This is an optimization exercise on Yosys and OpenROAD, whose aim is small area, a short achievable clock period and few clock cycles per item, not a production implementation.
In this exercise RTL edits were held to simulation tests only and were not proved equivalent to the original.

$ cat design/flow/design.v
module ftn_addr_hash (
    input  wire         clk,
    input  wire         rst,         
    input  wire [127:0] key,         
    input  wire         in_valid,
    output wire         in_ready,
    input  wire [127:0] addr,        
    input  wire         is_v6,
    input  wire         v6_pfx,
    output wire         out_valid,
    input  wire         out_ready,
    output wire [63:0]  h,
    output wire [19:0]  index,       
    output wire [15:0]  tag          
);
    function [63:0] bswap64(input [63:0] x);
        integer i;
        begin
            for (i = 0; i < 8; i = i + 1)
                bswap64[8*i +: 8] = x[63-8*i -: 8];
        end
    endfunction
    function [31:0] bswap32(input [31:0] x);
        bswap32 = {x[7:0], x[15:8], x[23:16], x[31:24]};
    endfunction
    function [63:0] rotl(input [63:0] x, input integer b);
        rotl = (x << b) | (x >> (64 - b));
    endfunction
    reg         run;         
    reg  [4:0]  cnt;         
    reg         t6, tp;      
    reg  [63:0] m0_q;        
    reg  [63:0] lo_q;        
    reg  [63:0] x0, x1, y0, y1;
    reg         ov;          
    reg  [63:0] h_q;
    reg         last;        
    reg         rdy;         
    reg         init;        
    reg         f_m0, f_lo0, f_8_0, f_16_0, f_lo3, f_8_3, f_16_3, fin;   
    wire ph     = cnt[0];    
    wire done   = last && !ov;                          
    wire replay = last && ov;                           
    assign in_ready = rdy;
    wire acc = !rst && in_valid && rdy;
    wire       run_n  = !rst && (acc || replay || (run && !last));
    wire       ov_n   = !rst && (done || (ov && !out_ready));
    wire [4:0] cn     = cnt + 5'd1;
    wire       step   = !rst && !init;                  
    wire       last_n = step && (t6 ? (cn == 5'd19) : tp ? (cn == 5'd15) : (cn == 5'd11));
    wire [63:0] m0_in = !is_v6 ? {8'd4, 24'd0, bswap32(addr[31:0])} : bswap64(addr[127:64]);
    wire [63:0] m0    = in_ready ? m0_in : m0_q;
    wire [63:0] k0 = bswap64(key[127:64]);
    wire [63:0] k1 = bswap64(key[63:0]);
    wire [63:0] s, t;
    sip_add64 add_s (.a(x0), .b(y0), .s(s));
    sip_add64 add_t (.a(x1), .b(y1), .s(t));
    wire [63:0] ry0 = ph ? rotl(y0, 17) : rotl(y0, 13);
    wire [63:0] ry1 = ph ? rotl(y1, 21) : rotl(y1, 16);
    wire [63:0] inj0 = (f_m0 ? m0_q : 64'd0) | (f_lo0 ? lo_q : 64'd0)
                     | {3'd0, f_16_0, f_8_0, 59'd0};
    wire [63:0] inj3 = (f_lo3 ? lo_q : 64'd0) | {3'd0, f_16_3, f_8_3, 59'd0};
    wire [63:0] nx0 = t ^ inj0;
    wire [63:0] nx1 = rotl(s, 32) ^ {56'd0, {8{fin}}};
    wire [63:0] ny0 = ry0 ^ s;
    wire [63:0] ny1 = (ry1 ^ inj3) ^ t;
    wire [63:0] hf  = ny0 ^ rotl(s, 32) ^ ry1;           
    always @(posedge clk) begin
        if (in_ready) begin
            m0_q <= m0_in;
            lo_q <= bswap64(addr[63:0]);
            t6   <= is_v6 && !v6_pfx;
            tp   <= is_v6 && v6_pfx;
        end
        if (init) begin
            x0  <= k0 ^ 64'h736f6d6570736575;
            y0  <= k1 ^ 64'h646f72616e646f6d;
            x1  <= k0 ^ 64'h6c7967656e657261;
            y1  <= k1 ^ 64'h7465646279746573 ^ m0;
            cnt <= 5'd0;
        end else begin
            x0  <= nx0;
            x1  <= nx1;
            y0  <= ny0;
            y1  <= ny1;
            cnt <= cnt + 5'd1;
        end
        if (done)
            h_q <= hf;
        run    <= run_n;
        ov     <= ov_n;
        last   <= last_n;
        rdy    <= !run_n || (last_n && !ov_n);
        init   <= !run_n || last_n;
        f_m0   <= step && cn == 5'd3;
        f_lo0  <= step && cn == 5'd7 && t6;
        f_8_0  <= step && cn == 5'd7 && tp;
        f_16_0 <= step && cn == 5'd11 && t6;
        f_lo3  <= step && cn == 5'd3 && t6;
        f_8_3  <= step && cn == 5'd3 && tp;
        f_16_3 <= step && cn == 5'd7 && t6;
        fin    <= step && (t6 ? cn == 5'd11 : tp ? cn == 5'd7 : cn == 5'd3);
    end
    assign out_valid = ov;
    assign h         = h_q;
    assign index     = h_q[19:0];
    assign tag       = h_q[35:20];
endmodule
module sip_add64 (input wire [63:0] a, input wire [63:0] b, output wire [63:0] s);
    wire [63:0] p0 = a ^ b;
    wire [63:0] g0 = a & b;
    wire g_0_1 = g0[1] | (p0[1] & g0[0]);
    wire g_0_3 = g0[3] | (p0[3] & g0[2]);
    wire p_0_3 = p0[3] & p0[2];
    wire g_0_5 = g0[5] | (p0[5] & g0[4]);
    wire p_0_5 = p0[5] & p0[4];
    wire g_0_7 = g0[7] | (p0[7] & g0[6]);
    wire p_0_7 = p0[7] & p0[6];
    wire g_0_9 = g0[9] | (p0[9] & g0[8]);
    wire p_0_9 = p0[9] & p0[8];
    wire g_0_11 = g0[11] | (p0[11] & g0[10]);
    wire p_0_11 = p0[11] & p0[10];
    wire g_0_13 = g0[13] | (p0[13] & g0[12]);
    wire p_0_13 = p0[13] & p0[12];
    wire g_0_15 = g0[15] | (p0[15] & g0[14]);
    wire p_0_15 = p0[15] & p0[14];
    wire g_0_17 = g0[17] | (p0[17] & g0[16]);
    wire p_0_17 = p0[17] & p0[16];
    wire g_0_19 = g0[19] | (p0[19] & g0[18]);
    wire p_0_19 = p0[19] & p0[18];
    wire g_0_21 = g0[21] | (p0[21] & g0[20]);
    wire p_0_21 = p0[21] & p0[20];
    wire g_0_23 = g0[23] | (p0[23] & g0[22]);
    wire p_0_23 = p0[23] & p0[22];
    wire g_0_25 = g0[25] | (p0[25] & g0[24]);
    wire p_0_25 = p0[25] & p0[24];
    wire g_0_27 = g0[27] | (p0[27] & g0[26]);
    wire p_0_27 = p0[27] & p0[26];
    wire g_0_29 = g0[29] | (p0[29] & g0[28]);
    wire p_0_29 = p0[29] & p0[28];
    wire g_0_31 = g0[31] | (p0[31] & g0[30]);
    wire p_0_31 = p0[31] & p0[30];
    wire g_0_33 = g0[33] | (p0[33] & g0[32]);
    wire p_0_33 = p0[33] & p0[32];
    wire g_0_35 = g0[35] | (p0[35] & g0[34]);
    wire p_0_35 = p0[35] & p0[34];
    wire g_0_37 = g0[37] | (p0[37] & g0[36]);
    wire p_0_37 = p0[37] & p0[36];
    wire g_0_39 = g0[39] | (p0[39] & g0[38]);
    wire p_0_39 = p0[39] & p0[38];
    wire g_0_41 = g0[41] | (p0[41] & g0[40]);
    wire p_0_41 = p0[41] & p0[40];
    wire g_0_43 = g0[43] | (p0[43] & g0[42]);
    wire p_0_43 = p0[43] & p0[42];
    wire g_0_45 = g0[45] | (p0[45] & g0[44]);
    wire p_0_45 = p0[45] & p0[44];
    wire g_0_47 = g0[47] | (p0[47] & g0[46]);
    wire p_0_47 = p0[47] & p0[46];
    wire g_0_49 = g0[49] | (p0[49] & g0[48]);
    wire p_0_49 = p0[49] & p0[48];
    wire g_0_51 = g0[51] | (p0[51] & g0[50]);
    wire p_0_51 = p0[51] & p0[50];
    wire g_0_53 = g0[53] | (p0[53] & g0[52]);
    wire p_0_53 = p0[53] & p0[52];
    wire g_0_55 = g0[55] | (p0[55] & g0[54]);
    wire p_0_55 = p0[55] & p0[54];
    wire g_0_57 = g0[57] | (p0[57] & g0[56]);
    wire p_0_57 = p0[57] & p0[56];
    wire g_0_59 = g0[59] | (p0[59] & g0[58]);
    wire p_0_59 = p0[59] & p0[58];
    wire g_0_61 = g0[61] | (p0[61] & g0[60]);
    wire p_0_61 = p0[61] & p0[60];
    wire g_0_63 = g0[63] | (p0[63] & g0[62]);
    wire p_0_63 = p0[63] & p0[62];
    wire g_1_3 = g_0_3 | (p_0_3 & g_0_1);
    wire g_1_7 = g_0_7 | (p_0_7 & g_0_5);
    wire p_1_7 = p_0_7 & p_0_5;
    wire g_1_11 = g_0_11 | (p_0_11 & g_0_9);
    wire p_1_11 = p_0_11 & p_0_9;
    wire g_1_15 = g_0_15 | (p_0_15 & g_0_13);
    wire p_1_15 = p_0_15 & p_0_13;
    wire g_1_19 = g_0_19 | (p_0_19 & g_0_17);
    wire p_1_19 = p_0_19 & p_0_17;
    wire g_1_23 = g_0_23 | (p_0_23 & g_0_21);
    wire p_1_23 = p_0_23 & p_0_21;
    wire g_1_27 = g_0_27 | (p_0_27 & g_0_25);
    wire p_1_27 = p_0_27 & p_0_25;
    wire g_1_31 = g_0_31 | (p_0_31 & g_0_29);
    wire p_1_31 = p_0_31 & p_0_29;
    wire g_1_35 = g_0_35 | (p_0_35 & g_0_33);
    wire p_1_35 = p_0_35 & p_0_33;
    wire g_1_39 = g_0_39 | (p_0_39 & g_0_37);
    wire p_1_39 = p_0_39 & p_0_37;
    wire g_1_43 = g_0_43 | (p_0_43 & g_0_41);
    wire p_1_43 = p_0_43 & p_0_41;
    wire g_1_47 = g_0_47 | (p_0_47 & g_0_45);
    wire p_1_47 = p_0_47 & p_0_45;
    wire g_1_51 = g_0_51 | (p_0_51 & g_0_49);
    wire p_1_51 = p_0_51 & p_0_49;
    wire g_1_55 = g_0_55 | (p_0_55 & g_0_53);
    wire p_1_55 = p_0_55 & p_0_53;
    wire g_1_59 = g_0_59 | (p_0_59 & g_0_57);
    wire p_1_59 = p_0_59 & p_0_57;
    wire g_1_63 = g_0_63 | (p_0_63 & g_0_61);
    wire p_1_63 = p_0_63 & p_0_61;
    wire g_2_7 = g_1_7 | (p_1_7 & g_1_3);
    wire g_2_15 = g_1_15 | (p_1_15 & g_1_11);
    wire p_2_15 = p_1_15 & p_1_11;
    wire g_2_23 = g_1_23 | (p_1_23 & g_1_19);
    wire p_2_23 = p_1_23 & p_1_19;
    wire g_2_31 = g_1_31 | (p_1_31 & g_1_27);
    wire p_2_31 = p_1_31 & p_1_27;
    wire g_2_39 = g_1_39 | (p_1_39 & g_1_35);
    wire p_2_39 = p_1_39 & p_1_35;
    wire g_2_47 = g_1_47 | (p_1_47 & g_1_43);
    wire p_2_47 = p_1_47 & p_1_43;
    wire g_2_55 = g_1_55 | (p_1_55 & g_1_51);
    wire p_2_55 = p_1_55 & p_1_51;
    wire g_2_63 = g_1_63 | (p_1_63 & g_1_59);
    wire p_2_63 = p_1_63 & p_1_59;
    wire g_3_15 = g_2_15 | (p_2_15 & g_2_7);
    wire g_3_31 = g_2_31 | (p_2_31 & g_2_23);
    wire p_3_31 = p_2_31 & p_2_23;
    wire g_3_47 = g_2_47 | (p_2_47 & g_2_39);
    wire p_3_47 = p_2_47 & p_2_39;
    wire g_3_63 = g_2_63 | (p_2_63 & g_2_55);
    wire p_3_63 = p_2_63 & p_2_55;
    wire g_4_31 = g_3_31 | (p_3_31 & g_3_15);
    wire g_4_63 = g_3_63 | (p_3_63 & g_3_47);
    wire p_4_63 = p_3_63 & p_3_47;
    wire g_5_63 = g_4_63 | (p_4_63 & g_4_31);
    wire g_6_47 = g_3_47 | (p_3_47 & g_4_31);
    wire g_7_23 = g_2_23 | (p_2_23 & g_3_15);
    wire g_7_39 = g_2_39 | (p_2_39 & g_4_31);
    wire g_7_55 = g_2_55 | (p_2_55 & g_6_47);
    wire g_8_11 = g_1_11 | (p_1_11 & g_2_7);
    wire g_8_19 = g_1_19 | (p_1_19 & g_3_15);
    wire g_8_27 = g_1_27 | (p_1_27 & g_7_23);
    wire g_8_35 = g_1_35 | (p_1_35 & g_4_31);
    wire g_8_43 = g_1_43 | (p_1_43 & g_7_39);
    wire g_8_51 = g_1_51 | (p_1_51 & g_6_47);
    wire g_8_59 = g_1_59 | (p_1_59 & g_7_55);
    wire g_9_5 = g_0_5 | (p_0_5 & g_1_3);
    wire g_9_9 = g_0_9 | (p_0_9 & g_2_7);
    wire g_9_13 = g_0_13 | (p_0_13 & g_8_11);
    wire g_9_17 = g_0_17 | (p_0_17 & g_3_15);
    wire g_9_21 = g_0_21 | (p_0_21 & g_8_19);
    wire g_9_25 = g_0_25 | (p_0_25 & g_7_23);
    wire g_9_29 = g_0_29 | (p_0_29 & g_8_27);
    wire g_9_33 = g_0_33 | (p_0_33 & g_4_31);
    wire g_9_37 = g_0_37 | (p_0_37 & g_8_35);
    wire g_9_41 = g_0_41 | (p_0_41 & g_7_39);
    wire g_9_45 = g_0_45 | (p_0_45 & g_8_43);
    wire g_9_49 = g_0_49 | (p_0_49 & g_6_47);
    wire g_9_53 = g_0_53 | (p_0_53 & g_8_51);
    wire g_9_57 = g_0_57 | (p_0_57 & g_7_55);
    wire g_9_61 = g_0_61 | (p_0_61 & g_8_59);
    wire g_10_2 = g0[2] | (p0[2] & g_0_1);
    wire g_10_4 = g0[4] | (p0[4] & g_1_3);
    wire g_10_6 = g0[6] | (p0[6] & g_9_5);
    wire g_10_8 = g0[8] | (p0[8] & g_2_7);
    wire g_10_10 = g0[10] | (p0[10] & g_9_9);
    wire g_10_12 = g0[12] | (p0[12] & g_8_11);
    wire g_10_14 = g0[14] | (p0[14] & g_9_13);
    wire g_10_16 = g0[16] | (p0[16] & g_3_15);
    wire g_10_18 = g0[18] | (p0[18] & g_9_17);
    wire g_10_20 = g0[20] | (p0[20] & g_8_19);
    wire g_10_22 = g0[22] | (p0[22] & g_9_21);
    wire g_10_24 = g0[24] | (p0[24] & g_7_23);
    wire g_10_26 = g0[26] | (p0[26] & g_9_25);
    wire g_10_28 = g0[28] | (p0[28] & g_8_27);
    wire g_10_30 = g0[30] | (p0[30] & g_9_29);
    wire g_10_32 = g0[32] | (p0[32] & g_4_31);
    wire g_10_34 = g0[34] | (p0[34] & g_9_33);
    wire g_10_36 = g0[36] | (p0[36] & g_8_35);
    wire g_10_38 = g0[38] | (p0[38] & g_9_37);
    wire g_10_40 = g0[40] | (p0[40] & g_7_39);
    wire g_10_42 = g0[42] | (p0[42] & g_9_41);
    wire g_10_44 = g0[44] | (p0[44] & g_8_43);
    wire g_10_46 = g0[46] | (p0[46] & g_9_45);
    wire g_10_48 = g0[48] | (p0[48] & g_6_47);
    wire g_10_50 = g0[50] | (p0[50] & g_9_49);
    wire g_10_52 = g0[52] | (p0[52] & g_8_51);
    wire g_10_54 = g0[54] | (p0[54] & g_9_53);
    wire g_10_56 = g0[56] | (p0[56] & g_7_55);
    wire g_10_58 = g0[58] | (p0[58] & g_9_57);
    wire g_10_60 = g0[60] | (p0[60] & g_8_59);
    wire g_10_62 = g0[62] | (p0[62] & g_9_61);
    wire [63:0] c = {g_10_62, g_9_61, g_10_60, g_8_59, g_10_58, g_9_57, g_10_56, g_7_55, g_10_54, g_9_53, g_10_52, g_8_51, g_10_50, g_9_49, g_10_48, g_6_47, g_10_46, g_9_45, g_10_44, g_8_43, g_10_42, g_9_41, g_10_40, g_7_39, g_10_38, g_9_37, g_10_36, g_8_35, g_10_34, g_9_33, g_10_32, g_4_31, g_10_30, g_9_29, g_10_28, g_8_27, g_10_26, g_9_25, g_10_24, g_7_23, g_10_22, g_9_21, g_10_20, g_8_19, g_10_18, g_9_17, g_10_16, g_3_15, g_10_14, g_9_13, g_10_12, g_8_11, g_10_10, g_9_9, g_10_8, g_2_7, g_10_6, g_9_5, g_10_4, g_1_3, g_10_2, g_0_1, g0[0], 1'b0};
    assign s = p0 ^ c;
endmodule
$ cat design/flow/standard.sh
#!/bin/bash
# synth_recipe.tcl (not shown) runs the flow's synth.tcl, then flattens the netlist and writes it again
# the make line also repeats each setting of config.mk as NAME=value (left out here)
make -C /OpenROAD-flow-scripts/flow DESIGN_CONFIG=/design/flow/config.mk WORK_HOME=/design/flow/orfs CLKGATE_MAP_FILE= SYNTH_SCRIPT=/design/flow/synth_recipe.tcl "${@:-finish}"
$ cat design/flow/config.mk
export PLATFORM = sky130hd
export DESIGN_NAME = ftn_addr_hash
export DESIGN_NICKNAME = ftn_addr_hash
export VERILOG_FILES = /design/flow/design.v
export SDC_FILE = /design/flow/constraint.sdc
export NUM_CORES = 4
export LEC_CHECK = 0
export ABC_AREA = 1
export CAP_MARGIN = 20
export CORE_MARGIN = 2
export CORE_UTILIZATION = 60
export SLEW_MARGIN = 20
$ cat design/flow/flow/run.sh
#!/bin/bash
# Layout: the standard flow (standard.sh) with these changes:
#  - repair_timing is asked to leave 7.65 ns of setup slack at the 11 ns clock
#    (a 3.35 ns target), so that it sizes the datapath for speed;
#  - the full-adder cells are added to the platform's don't-use list, so
#    synthesis extracts only half adders and leaves the 3-input XORs and
#    majorities of the adders to abc (faster than the fa cell's sum output);
#  - ports are buffered with buf_1 cells instead of the default choice;
#  - clock tree: clkbuf_8 buffers, clusters of at most 16 sinks within 45 um,
#    no dummy loads.
# The clock, the constraints and everything else are the standard ones.
set -euo pipefail
DONT_USE="sky130_fd_sc_hd__probe_p_8 sky130_fd_sc_hd__probec_p_8 sky130_fd_sc_hd__lpflow_bleeder_1 sky130_fd_sc_hd__lpflow_clkbufkapwr_1 sky130_fd_sc_hd__lpflow_clkbufkapwr_16 sky130_fd_sc_hd__lpflow_clkbufkapwr_2 sky130_fd_sc_hd__lpflow_clkbufkapwr_4 sky130_fd_sc_hd__lpflow_clkbufkapwr_8 sky130_fd_sc_hd__lpflow_clkinvkapwr_1 sky130_fd_sc_hd__lpflow_clkinvkapwr_16 sky130_fd_sc_hd__lpflow_clkinvkapwr_2 sky130_fd_sc_hd__lpflow_clkinvkapwr_4 sky130_fd_sc_hd__lpflow_clkinvkapwr_8 sky130_fd_sc_hd__lpflow_decapkapwr_12 sky130_fd_sc_hd__lpflow_decapkapwr_3 sky130_fd_sc_hd__lpflow_decapkapwr_4 sky130_fd_sc_hd__lpflow_decapkapwr_6 sky130_fd_sc_hd__lpflow_decapkapwr_8 sky130_fd_sc_hd__lpflow_inputiso0n_1 sky130_fd_sc_hd__lpflow_inputiso0p_1 sky130_fd_sc_hd__lpflow_inputiso1n_1 sky130_fd_sc_hd__lpflow_inputiso1p_1 sky130_fd_sc_hd__lpflow_inputisolatch_1 sky130_fd_sc_hd__lpflow_isobufsrc_1 sky130_fd_sc_hd__lpflow_isobufsrc_16 sky130_fd_sc_hd__lpflow_isobufsrc_2 sky130_fd_sc_hd__lpflow_isobufsrc_4 sky130_fd_sc_hd__lpflow_isobufsrc_8 sky130_fd_sc_hd__lpflow_isobufsrckapwr_16 sky130_fd_sc_hd__lpflow_lsbuf_lh_hl_isowell_tap_1 sky130_fd_sc_hd__lpflow_lsbuf_lh_hl_isowell_tap_2 sky130_fd_sc_hd__lpflow_lsbuf_lh_hl_isowell_tap_4 sky130_fd_sc_hd__lpflow_lsbuf_lh_isowell_4 sky130_fd_sc_hd__lpflow_lsbuf_lh_isowell_tap_1 sky130_fd_sc_hd__lpflow_lsbuf_lh_isowell_tap_2 sky130_fd_sc_hd__lpflow_lsbuf_lh_isowell_tap_4  sky130_fd_sc_hd__fa_1 sky130_fd_sc_hd__fa_2 sky130_fd_sc_hd__fa_4"
bash standard.sh \
  SETUP_SLACK_MARGIN=7.65 \
  "DONT_USE_CELLS=$DONT_USE" \
  "BUFFER_PORTS_ARGS=-buffer_cell sky130_fd_sc_hd__buf_1" \
  "CTS_ARGS=-sink_clustering_enable -repair_clock_nets -dont_use_dummy_load -buf_list {sky130_fd_sc_hd__clkbuf_8} -sink_clustering_size 16 -sink_clustering_max_diameter 45" \
  finish > standard_flow.log 2>&1
$ cat design/flow/constraint.sdc
create_clock -name core_clock -period 11.0 [get_ports {clk}]
set_input_delay 2.2000 -clock core_clock [delete_from_list [all_inputs] [get_ports {clk}]]
set_output_delay 2.2000 -clock core_clock [all_outputs]
set_load 0.01 [all_outputs]
==> results of run 1 <==
sequential cells by signal, summed over array words and instances, names as in the netlist, 5 cells and up:
name and cells:
y0 64, cnt 5, lo_q 64, h_q 64, y1 64, x0 64
m0_q 64, x1 64
cell usage in the layout, fill, tap and decap left out, drive strengths merged, types with 2 or more instances in the layout:
cell and instances:
nand2 669, o21ai 468, dfxtp 337, inv 336
buf 336, xor2 241, nor2 201, ha 192
xnor2 162, clkbuf 136, edfxtp 130, a21oi 110
nand3 53, or2 45, o22ai 43, o21a 31
a31o 21, mux2i 18, o21bai 13, nand4 12
a21o 10, nor3 3, clkinv 3, diode 2
nor4 2, a211oi 2, and2 2, a32oi 2
area by class of cell:
| type | instances | area [um2] |
|---|---|---|
| fill | 3757 | 14020 |
| sequential | 467 | 10680 |
| tap | 592 | 740.7 |
| multi-input combinational | 2304 | 14690 |
| clock buffer | 60 | 825.8 |
| antenna | 2 | 5.005 |
| inverter | 339 | 1279 |
| timing repair buffer | 412 | 1886 |
per-stage QoR:
stage            util  std cells  instance area, um2
6_report       0.6822       4176               30100
5_1_grt        0.6820       4174               30100
4_1_cts        0.6662       4161               29390
3_5_place_dp   0.6415       4085               28300
3_3_place_gp   0.6415       4085               28300
2_1_floorplan       -       3263               26810
tightest hold or removal path: cells and delay by family (launching register included):
kind,cells,cell delay (ns)
flops,1,0.29
compound gates,1,0.09
buf+inv,1,0.06
logic make-up (layout without fill, tap and decap cells):
group	Yosys count	in the layout	share of synthesized area
AO/OA/AOI/OAI	704	704	0.1437
XOR/XNOR	403	403	0.1317
adder cells (fa/ha/maj)	192	192	0.08962
buffers and inverters	492	811	0.07660
flip-flops	467	467	0.3973
multiplexers	18	18	0.006721
other	0	2	0
AND/OR/NAND/NOR	987	987	0.1544
per-layer routing:
metal / GRT usage / vias to the layer above / wire length, um
met5: 0 / - / 48
met4: 0.1701 / 6 / 4741
met3: 0.1442 / 253 / 16220
met2: 0.5823 / 1738 / 39980
met1: 0.6313 / 11500 / 41980
li1: - / 11180 / -
timing repair:
action / CTS / global route
pin swaps: 9 / 29
hold buffers: 0 / 0
setup buffers: 16 / 13
endpoints found under the setup margin: 146 / 192
resized for setup: 25 / 171
worst paths after layout:
kind,from,to
worst max-delay path,h_q[2],h[2]
worst min-delay path,m0_q[53],m0_q[53]
worst max register to register,y0[3],h_q[5]
worst min register to register,m0_q[53],m0_q[53]
==> run summary, run 1 <==
* Worst Clk Skew: 0.07113 ns
* Synthesis warning total: 1
- The synthesized design contains about 470 register bits.
* RePlAce Congestion: 1.072
- Half-perimeter wire length of the detailed placement result: slightly above 80000 um
- In this design, the stage delay of the slowest critical-path cell is approximately 0.43 ns.
* Layout cells sized above 1: 0.1125
* GRT Residual Overflow: 0
* Cell chosen for the clock root: sky130_fd_sc_hd__clkbuf_8
- In this run the register-to-register setup slack is ~7.7 ns.
* Top_reg_cell synth: sky130_fd_sc_hd__dfxtp_1
- The most common cell in the synthesized netlist is sky130_fd_sc_hd__nand2_1.
* CP bufs+invs: 1
* Logic depth of the worst register-to-register path: 15
- Net Count, Synth: ~3700
- Entering global routing, the biggest net connects 92 pins.
- Transition time at the pin with the least slew margin: 1.381 ns
* Count of pins over their slew limit: 0
* Boundary Pins: 364
- Total number of placement rows: slightly below 80
* Top cells by area in the synthesized netlist: sky130_fd_sc_hd__dfxtp_1 25%, sky130_fd_sc_hd__edfxtp_1 15%, sky130_fd_sc_hd__ha_1 9.0%
- Endpoints failing hold: 0
* Clock Pin Slew Worst Setup and Hold Paths: roughly 0.090 ns
- The path class of the tightest hold or removal check is reg -> reg.
- Vertical die dimension: between 200 and 250 um
- Type of the setup path with the least slack: reg -> out
- Across every metal layer, demand over resource in global routing totals 0.4321.
- The tool flagged a number of max-cap violations equal to 0.
* Mapped Avg Cell Area: 8.215 um2
- Measured against its own limit, the worst slew margin works out to 0.06993.
- For this configuration, the core starts out at a cell density of 0.6075.
- Post-Synthesis Cell Area: roughly 27000 um2
- Number of distinct library cells after synthesis: 45
* PnR worst setup slack: 7.494 ns
- Of the available clock period, the critical path in the final layout requires 0.3188.
- The final layout contains approximately 4000 nets.
- Place WS: between 6 and 7 ns
- Static timing analysis puts the maximum clock frequency at roughly 290 MHz.
- Time the worst path needs with I/O delays and setup: roughly 3.5 ns
* Final Setup Violations: 0
* Clock sink total: 467
- The via count of the first global-routing pass is 22480.
- Sequential fraction of the synthesis area: 0.3973
* Unrepaired setup endpoints after global routing: true
- Synthesized instance count: approximately 3300
- The largest total area in the synthesized netlist belongs to sky130_fd_sc_hd__dfxtp_1.
- TritonCTS built the clock tree.
- Horizontal die dimension: ~220 um
- Global-route wire length before repair: between 100000 and 150000 um
- Setup crit start kind: flip-flop
- Final hold slack: roughly 0.50 ns
- The count of nets left with antenna violations once routing finished came out at 0.
- Number of cells on the worst hold path: 2
* Via total after detailed routing: 24680
* Core Box Area: approximately 44000 um2
- Arrival time reported for the critical path endpoint: 1.31 ns
* Wire length per cell after detailed routing: ~25 um
- The commonest cells after synthesis are 639 x sky130_fd_sc_hd__nand2_1, 395 x sky130_fd_sc_hd__o21ai_0, 337 x sky130_fd_sc_hd__dfxtp_1, 331 x sky130_fd_sc_hd__inv_1, 241 x sky130_fd_sc_hd__xor2_1.
- Number of antenna violations at the first check in global routing: 8
- Area Overhead vs Synth: 12.29%
* Setup TNS after final layout: 0 ns
* Number of stages on the worst setup path: 1
- For this run, design rule violations remaining after detail routing come to 0.
* Detailed Routing Iterations Pass 1: 6
- The count of buffers added on input and output ports is around 360.
- After the first detailed-routing iteration, the DRC count stood at approximately 3500.
- On the critical path, the stage with the largest delay is an instance of sky130_fd_sc_hd__edfxtp_1.
- Clock latency of the later-clocked register in the worst-skew pair: 0.71 ns
- Cts bufs inserted: 60
- Async set-reset flop share out of synthesis: 0
- STA classifies the critical path endpoint as an output pin.
* CTS max path bufs: 3
- The share of synthesized area in the top cell type comes to 0.2517.
- Counting flops with a built-in enable in the synthesized netlist gives 130.
- Count of H-tree levels built during CTS: 2
* Result of the run: timing/DRC/antenna clean
- At the worst endpoint, the required time is around 8.8 ns.
* Cell class contributing the biggest share of worst-path delay: flip-flops
- For this block, the routed nets add up to slightly above 100000 um of wire.
- Walking the worst path, the cells encountered are clkbuf_2.
* Vias/cell: roughly 5.9
- In this run the worst path has a maximum fanout of 2.
- Die ar.: about 46000 um2
Testbench counts, summed over its fixed seeds: cycles 38,308, items 2,400.
==> run 2, diff against run 1 <==
--- a/design/flow/design.v
+++ b/design/flow/design.v
@@ -27,6 +27,7 @@
         rotl = (x << b) | (x >> (64 - b));
     endfunction
     reg         run;         
+    reg         pend;        
     reg  [4:0]  cnt;         
     reg         t6, tp;      
     reg  [63:0] m0_q;        
@@ -35,21 +36,23 @@
     reg         ov;          
     reg  [63:0] h_q;
     reg         last;        
+    reg         prelast;     
     reg         rdy;         
     reg         init;        
     reg         f_m0, f_lo0, f_8_0, f_16_0, f_lo3, f_8_3, f_16_3, fin;   
     wire ph     = cnt[0];    
     wire done   = last && !ov;                          
     wire replay = last && ov;                           
+    wire start  = pend && (!run || done);               
     assign in_ready = rdy;
     wire acc = !rst && in_valid && rdy;
-    wire       run_n  = !rst && (acc || replay || (run && !last));
-    wire       ov_n   = !rst && (done || (ov && !out_ready));
-    wire [4:0] cn     = cnt + 5'd1;
-    wire       step   = !rst && !init;                  
-    wire       last_n = step && (t6 ? (cn == 5'd19) : tp ? (cn == 5'd15) : (cn == 5'd11));
-    wire [63:0] m0_in = !is_v6 ? {8'd4, 24'd0, bswap32(addr[31:0])} : bswap64(addr[127:64]);
-    wire [63:0] m0    = in_ready ? m0_in : m0_q;
+    wire       run_n     = !rst && (start || replay || (run && !last));
+    wire       pend_n    = !rst && (acc || (pend && !start));
+    wire       ov_n      = !rst && (done || (ov && !out_ready));
+    wire [4:0] cn        = cnt + 5'd1;
+    wire       step      = !rst && !init;               
+    wire       last_n    = step && (t6 ? (cn == 5'd19) : tp ? (cn == 5'd15) : (cn == 5'd11));
+    wire       prelast_n = step && (t6 ? (cn == 5'd18) : tp ? (cn == 5'd14) : (cn == 5'd10));
     wire [63:0] k0 = bswap64(key[127:64]);
     wire [63:0] k1 = bswap64(key[63:0]);
     wire [63:0] s, t;
@@ -66,8 +69,8 @@
     wire [63:0] ny1 = (ry1 ^ inj3) ^ t;
     wire [63:0] hf  = ny0 ^ rotl(s, 32) ^ ry1;           
     always @(posedge clk) begin
-        if (in_ready) begin
-            m0_q <= m0_in;
+        if (rdy) begin
+            m0_q <= !is_v6 ? {8'd4, 24'd0, bswap32(addr[31:0])} : bswap64(addr[127:64]);
             lo_q <= bswap64(addr[63:0]);
             t6   <= is_v6 && !v6_pfx;
             tp   <= is_v6 && v6_pfx;
@@ -76,30 +79,32 @@
             x0  <= k0 ^ 64'h736f6d6570736575;
             y0  <= k1 ^ 64'h646f72616e646f6d;
             x1  <= k0 ^ 64'h6c7967656e657261;
-            y1  <= k1 ^ 64'h7465646279746573 ^ m0;
+            y1  <= k1 ^ 64'h7465646279746573 ^ m0_q;
             cnt <= 5'd0;
         end else begin
             x0  <= nx0;
             x1  <= nx1;
             y0  <= ny0;
             y1  <= ny1;
-            cnt <= cnt + 5'd1;
+            cnt <= cn;
         end
         if (done)
             h_q <= hf;
-        run    <= run_n;
-        ov     <= ov_n;
-        last   <= last_n;
-        rdy    <= !run_n || (last_n && !ov_n);
-        init   <= !run_n || last_n;
-        f_m0   <= step && cn == 5'd3;
-        f_lo0  <= step && cn == 5'd7 && t6;
-        f_8_0  <= step && cn == 5'd7 && tp;
-        f_16_0 <= step && cn == 5'd11 && t6;
-        f_lo3  <= step && cn == 5'd3 && t6;
-        f_8_3  <= step && cn == 5'd3 && tp;
-        f_16_3 <= step && cn == 5'd7 && t6;
-        fin    <= step && (t6 ? cn == 5'd11 : tp ? cn == 5'd7 : cn == 5'd3);
+        run     <= run_n;
+        pend    <= pend_n;
+        ov      <= ov_n;
+        last    <= last_n;
+        prelast <= prelast_n;
+        rdy     <= !pend_n && (!run_n || (prelast_n && !ov_n));
+        init    <= !run_n || last_n;
+        f_m0    <= step && cn == 5'd3;
+        f_lo0   <= step && cn == 5'd7 && t6;
+        f_8_0   <= step && cn == 5'd7 && tp;
+        f_16_0  <= step && cn == 5'd11 && t6;
+        f_lo3   <= step && cn == 5'd3 && t6;
+        f_8_3   <= step && cn == 5'd3 && tp;
+        f_16_3  <= step && cn == 5'd7 && t6;
+        fin     <= step && (t6 ? cn == 5'd11 : tp ? cn == 5'd7 : cn == 5'd3);
     end
     assign out_valid = ov;
     assign h         = h_q;
==> design/flow/flow/run.sh (replaced) <==
#!/bin/bash
# Layout: the standard flow (standard.sh) with these changes:
#  - repair_timing is asked to leave 7.5 ns of setup slack at the 11 ns clock
#    (a 3.5 ns target), so that it sizes the datapath for speed;
#  - the full-adder cells are added to the platform's don't-use list, so
#    synthesis extracts only half adders and leaves the 3-input XORs and
#    majorities of the adders to abc (faster than the fa cell's sum output);
#  - ports are buffered with buf_1 cells instead of the default choice;
#  - clock tree: clkbuf_8 buffers, clusters of at most 16 sinks within 45 um,
#    no dummy loads.
# The clock, the constraints and everything else are the standard ones.
set -euo pipefail
DONT_USE="sky130_fd_sc_hd__probe_p_8 sky130_fd_sc_hd__probec_p_8 sky130_fd_sc_hd__lpflow_bleeder_1 sky130_fd_sc_hd__lpflow_clkbufkapwr_1 sky130_fd_sc_hd__lpflow_clkbufkapwr_16 sky130_fd_sc_hd__lpflow_clkbufkapwr_2 sky130_fd_sc_hd__lpflow_clkbufkapwr_4 sky130_fd_sc_hd__lpflow_clkbufkapwr_8 sky130_fd_sc_hd__lpflow_clkinvkapwr_1 sky130_fd_sc_hd__lpflow_clkinvkapwr_16 sky130_fd_sc_hd__lpflow_clkinvkapwr_2 sky130_fd_sc_hd__lpflow_clkinvkapwr_4 sky130_fd_sc_hd__lpflow_clkinvkapwr_8 sky130_fd_sc_hd__lpflow_decapkapwr_12 sky130_fd_sc_hd__lpflow_decapkapwr_3 sky130_fd_sc_hd__lpflow_decapkapwr_4 sky130_fd_sc_hd__lpflow_decapkapwr_6 sky130_fd_sc_hd__lpflow_decapkapwr_8 sky130_fd_sc_hd__lpflow_inputiso0n_1 sky130_fd_sc_hd__lpflow_inputiso0p_1 sky130_fd_sc_hd__lpflow_inputiso1n_1 sky130_fd_sc_hd__lpflow_inputiso1p_1 sky130_fd_sc_hd__lpflow_inputisolatch_1 sky130_fd_sc_hd__lpflow_isobufsrc_1 sky130_fd_sc_hd__lpflow_isobufsrc_16 sky130_fd_sc_hd__lpflow_isobufsrc_2 sky130_fd_sc_hd__lpflow_isobufsrc_4 sky130_fd_sc_hd__lpflow_isobufsrc_8 sky130_fd_sc_hd__lpflow_isobufsrckapwr_16 sky130_fd_sc_hd__lpflow_lsbuf_lh_hl_isowell_tap_1 sky130_fd_sc_hd__lpflow_lsbuf_lh_hl_isowell_tap_2 sky130_fd_sc_hd__lpflow_lsbuf_lh_hl_isowell_tap_4 sky130_fd_sc_hd__lpflow_lsbuf_lh_isowell_4 sky130_fd_sc_hd__lpflow_lsbuf_lh_isowell_tap_1 sky130_fd_sc_hd__lpflow_lsbuf_lh_isowell_tap_2 sky130_fd_sc_hd__lpflow_lsbuf_lh_isowell_tap_4  sky130_fd_sc_hd__fa_1 sky130_fd_sc_hd__fa_2 sky130_fd_sc_hd__fa_4"
bash standard.sh \
  SETUP_SLACK_MARGIN=7.5 \
  "DONT_USE_CELLS=$DONT_USE" \
  "BUFFER_PORTS_ARGS=-buffer_cell sky130_fd_sc_hd__buf_1" \
  "CTS_ARGS=-sink_clustering_enable -repair_clock_nets -dont_use_dummy_load -buf_list {sky130_fd_sc_hd__clkbuf_8} -sink_clustering_size 16 -sink_clustering_max_diameter 45" \
  finish > standard_flow.log 2>&1
==> run 2 against run 1 <==
Compared with the run above:
- still clean on timing, DRC and antenna
- final cell count down 4.0%
- sequential share of layout area up 2.7 points
- flip-flop and latch count up 1
- setup slack worse by 0.11 ns
- non-clock buffer count down 25
- first-iteration DRC count up 5.0%
- register-to-register slack worse by 0.13 ns
- clock skew up 0.0083 ns
- global-route usage down 1.1 points
- via count down 5.0%
- critical path type unchanged
- largest cell class unchanged
- highest routed layer unchanged
==> run summary, run 2 <==
- Worst r2r src: y1[1] (was y0[3])
- The horizontal extent of the die came to 216.5 um (was 215.4 um).
* Area share of fa/ha/maj cells after synthesis: 0.08910 (was 0.08962)
- The largest area contributor in the synthesized netlist was sky130_fd_sc_hd__edfxtp_1 (was sky130_fd_sc_hd__dfxtp_1).
* Cts bufs inserted: 55 (was 60)
- The startpoint-to-endpoint class of the critical path was reg -> out (unchanged).
- The kind of capture point of the worst setup path is an output pin (unchanged).
* CTS tree: yes (unchanged)
* Synthesis warning total: 1 (unchanged)
* Number of cells on the worst hold path: 2 (unchanged)
* Total of max-cap violations: 0 (unchanged)
- The fmax came to 276.8 MHz (was 285.2 MHz).
- The design area is 29660 um2 (was 30100 um2).
* Final Setup Violations: 0 (unchanged)
- The normalized max-slew margin is 0.1610 (was 0.06993).
* Layout Cells excl Fill: 4009 (was 4176)
- The standard-cell row count came to 77 (unchanged).
- Layout cells sized above 1: 0.08080 (was 0.1125)
- Most frequently used cell type in the post-synthesis netlist: sky130_fd_sc_hd__nand2_1 (unchanged)
* Vertical die dimension: 216.5 um (was 215.4 um)
- Count of pins over their slew limit: 0 (unchanged)
* Vias/cell: 5.852 (was 5.911)
* Synthesis-stage register bit count: 468 (was 467)
* Cell type of the slowest stage on the worst timing path: sky130_fd_sc_hd__dfxtp_4 (was sky130_fd_sc_hd__edfxtp_1)
* Unrepaired setup endpoints after global routing: true (unchanged)
- The transition at the pin with the smallest max-transition slack came to 1.245 ns (was 1.381 ns).
* Residual DRC: 0 (unchanged)
* RePlAce Congestion: 1.066 (was 1.072)
- The area share of the largest cell type after synthesis is 0.2149 (was 0.2517).
* Number of antenna violations at the first check in global routing: 3 (was 8)
- Count of H-tree levels built during CTS: 2 (unchanged)
* Number of global-route vias before repair: 21400 (was 22480)
- Top cells by area in the synthesized netlist: sky130_fd_sc_hd__edfxtp_1 21%, sky130_fd_sc_hd__dfxtp_1 20%, sky130_fd_sc_hd__nand2_1 9.9% (was sky130_fd_sc_hd__dfxtp_1 25%, sky130_fd_sc_hd__edfxtp_1 15%, sky130_fd_sc_hd__ha_1 9.0%).
* Aggregate routed wire length: 100800 um (was 103000 um)
- Beginning of the critical path: rdy (was h_q[2])
* CTS max path bufs: 3 (unchanged)
- The number of library cell types mapped by synthesis came to 47 (was 45).
- Most used standard cells in the synthesized netlist: 718 x sky130_fd_sc_hd__nand2_1, 274 x sky130_fd_sc_hd__dfxtp_1, 270 x sky130_fd_sc_hd__inv_1, 253 x sky130_fd_sc_hd__o21ai_0, 227 x sky130_fd_sc_hd__xnor2_1 (was 639 x sky130_fd_sc_hd__nand2_1, 395 x sky130_fd_sc_hd__o21ai_0, 337 x sky130_fd_sc_hd__dfxtp_1, 331 x sky130_fd_sc_hd__inv_1, 241 x sky130_fd_sc_hd__xor2_1)
- Synthesized-area fraction occupied by xor and xnor cells: 0.1447 (was 0.1317)
* Core Box Area: 44410 um2 (was 44120 um2)
- Multiplexer share of the synthesized area: 0.008494 (was 0.006721)
* Leading cell types in the layout, fill and taps excluded: 716 x sky130_fd_sc_hd__nand2_1, 353 x sky130_fd_sc_hd__buf_1, 269 x sky130_fd_sc_hd__inv_1 (was 635 x sky130_fd_sc_hd__nand2_1, 387 x sky130_fd_sc_hd__o21ai_0, 330 x sky130_fd_sc_hd__inv_1)
* Die ar.: 46890 um2 (was 46380 um2)
- Number of enable flip-flop cells after synthesis: 194 (was 130)
* Worst Path Max Fanout: 16 (was 2)
- Sequential fraction of the synthesis area: 0.4173 (was 0.3973)
* Arrival time reported for the critical path endpoint: 1.41 ns (was 1.31 ns)
- The launching element type of the critical path is a flip-flop (unchanged).
- The depth of the worst register-to-register path was 23 (was 15).
* Detailed Routing Iterations Pass 1: 8 (was 6)
- The detailed placer's ending HPWL came to 80770 um (was 81180 um).
- Fraction of the mapped netlist area in compound gates: 0.1100 (was 0.1437)
- Endpoints failing hold: 0 (unchanged)
- The number of cells after detailed placement is 3942 (was 4085).
* Top_reg_cell synth: sky130_fd_sc_hd__dfxtp_1 (unchanged)
- The root buffer selected by CTS is sky130_fd_sc_hd__clkbuf_8 (unchanged).
- Boundary Pins: 364 (unchanged)
- The number of port buffers was 363 (unchanged).
- The initial core utilization was 0.6102 (was 0.6075).
- Result of the run: timing/DRC/antenna clean (unchanged).
- Longest individual stage delay on the worst path: 0.53 ns (was 0.43 ns)
* Cell class contributing the biggest share of worst-path delay: flip-flops (unchanged)
- Async set-reset flop share out of synthesis: 0 (unchanged)
- Ordered cell list for the critical path: clkbuf_2 (unchanged)
* Area Overhead vs Synth: 9.436% (was 12.29%)
- Via total after detailed routing: 23460 (was 24680)
* Number of stages on the worst setup path: 1 (unchanged)
- The worst clock skew on the final layout came to 0.07945 ns (was 0.07113 ns).
* Clock sink total: 468 (was 467)
- The simple-gate share of the synthesized area came to 0.1642 (was 0.1544).
- The post-synth net total is 3572 (was 3717).
- The source-to-sink clock delay at the later pin of the worst-skew pair is 0.70 ns (was 0.71 ns).
- The sum of buffers and inverters on the critical path came to 1 (unchanged).
- Required time of the critical path: 8.80 ns (about the same)
* Nets: 3873 (was 4038)
* Placed Area: 28580 um2 (was 28300 um2)
- The largest net degree at the start of global routing came to 90 (was 92).
* Post-Synthesis Cell Area: 27100 um2 (was 26810 um2)
- Period utilisation layout: 0.3285 (was 0.3188)
- The total overflow reported by the global router came to 0 (unchanged).
- Wire length per cell after detailed routing: 25.14 um (was 24.66 um)
- The largest family of logic cells by synthesized area was simple AND/OR/NAND/NOR gates (unchanged).
- The number of standard cells after synthesis was 3117 (was 3263).
* Setup TNS after final layout: 0 ns (unchanged)
- Time the worst path needs with I/O delays and setup: 3.613 ns (was 3.506 ns)
- The global-route wire length before repair is 140500 um (was 145000 um).
- Number of hold buffers added after cts: 0 (unchanged)
* First-iteration detailed-routing DRC count: 3626 (was 3453)
- The post-CTS clock slew at the launch and capture registers of the worst setup and hold paths is 0.08 ns (was 0.09 ns).
* Hold Path Class: reg -> reg (unchanged)
- Leading cell type in the layout, fill and taps excluded: sky130_fd_sc_hd__nand2_1 (unchanged)
- The total routing usage reported by global routing came to 0.4213 (was 0.4321).
- The start point of the worst min-delay path is pend (was m0_q[53]).
* Mapped Avg Cell Area: 8.695 um2 (was 8.215 um2)
- Count of antenna-violating nets left after detailed routing: 0 (unchanged)
## run 2: worst paths after layout
kind	end	slack [ns]
setup reg to reg	x0[59]	7.59
hold reg to reg	pend	0.52
hold / removal	pend	0.52
setup / recovery	in_ready	7.39
## run 2: final cells by class
| cell class | instances | area [um2] |
|---|---|---|
| tap | 592 | 740.7 |
| antenna | 1 | 2.502 |
| clock buffer | 55 | 757.0 |
| multi-input combinational | 2227 | 14200 |
| timing repair buffer | 387 | 1584 |
| inverter | 279 | 1052 |
| fill | 3778 | 14750 |
| sequential | 468 | 11330 |
## run 2: what timing repair did
item                                    in CTS  in global routing
hold endpoints to repair                     0                  0
endpoints found under the setup margin      42                 49
pin swaps                                    1                 16
resized for setup                            3                 45
buffers inserted                             2                  9
## run 2: stage by stage
stage	util	hold WS (ns)	worst slack, ns
after global routing	0.6678	0.5307	7.336
final	0.6678	0.5182	7.387
after floorplan	-	0.4637	7.612
after CTS	0.6615	0.5193	7.165
after global placement	0.6434	0.4880	6.285
after detailed placement	0.6434	0.5098	6.209
## run 2: cell families (layout without fill, tap and decap cells)
family                   after synthesis  after routing
other                                  0              1
multiplexers                          23             23
AO/OA/AOI/OAI                        522            522
AND/OR/NAND/NOR                     1042           1042
flip-flops                           468            468
adder cells (fa/ha/maj)              193            193
buffers and inverters                422            721
XOR/XNOR                             447            447
## run 2: layer usage
metal / vias to the layer above / track usage / routed length, um
met5: - / 0 / 13
met4: 2 / 0.1521 / 4384
met3: 239 / 0.1168 / 14230
met2: 1680 / 0.5978 / 40760
met1: 10850 / 0.6120 / 41410
li1: 10690 / - / -
Testbench counts of run 2, summed over its fixed seeds: cycles 38,316, items 2,400.

## re-timing with driven ports
The flow's constraints put no driver on any port. The routed layouts listed below were extracted and timed again, unchanged, in two steps.
Step 1 sets driving cells, clkbuf_16 on the clock port and buf_2 on the other inputs (assumed; they add their load-dependent delay and slew).
Step 2 also shifts input and output timing later by t, the mid clock arrival at the registers, as if the neighbouring blocks saw the same clock.
a / b / c = ideal ports / drivers / drivers and shift; a / b = the first two.
run | t, ns | setup slack, ns | hold slack, ns | worst slew at a driven data input, ns
run 1 | 0.730 | 7.494 / 7.436 / 7.084 | 0.503 / 0.503 / 0.503 | 0.08
run 2 | 0.719 | 7.387 / 7.331 / 7.245 | 0.518 / 0.518 / 0.518 | 0.08
After both steps every run listed still meets setup and hold. For run 1, which loses most, drivers alone change the setup slack by -0.058 ns; drivers and shift together by -0.410 ns.
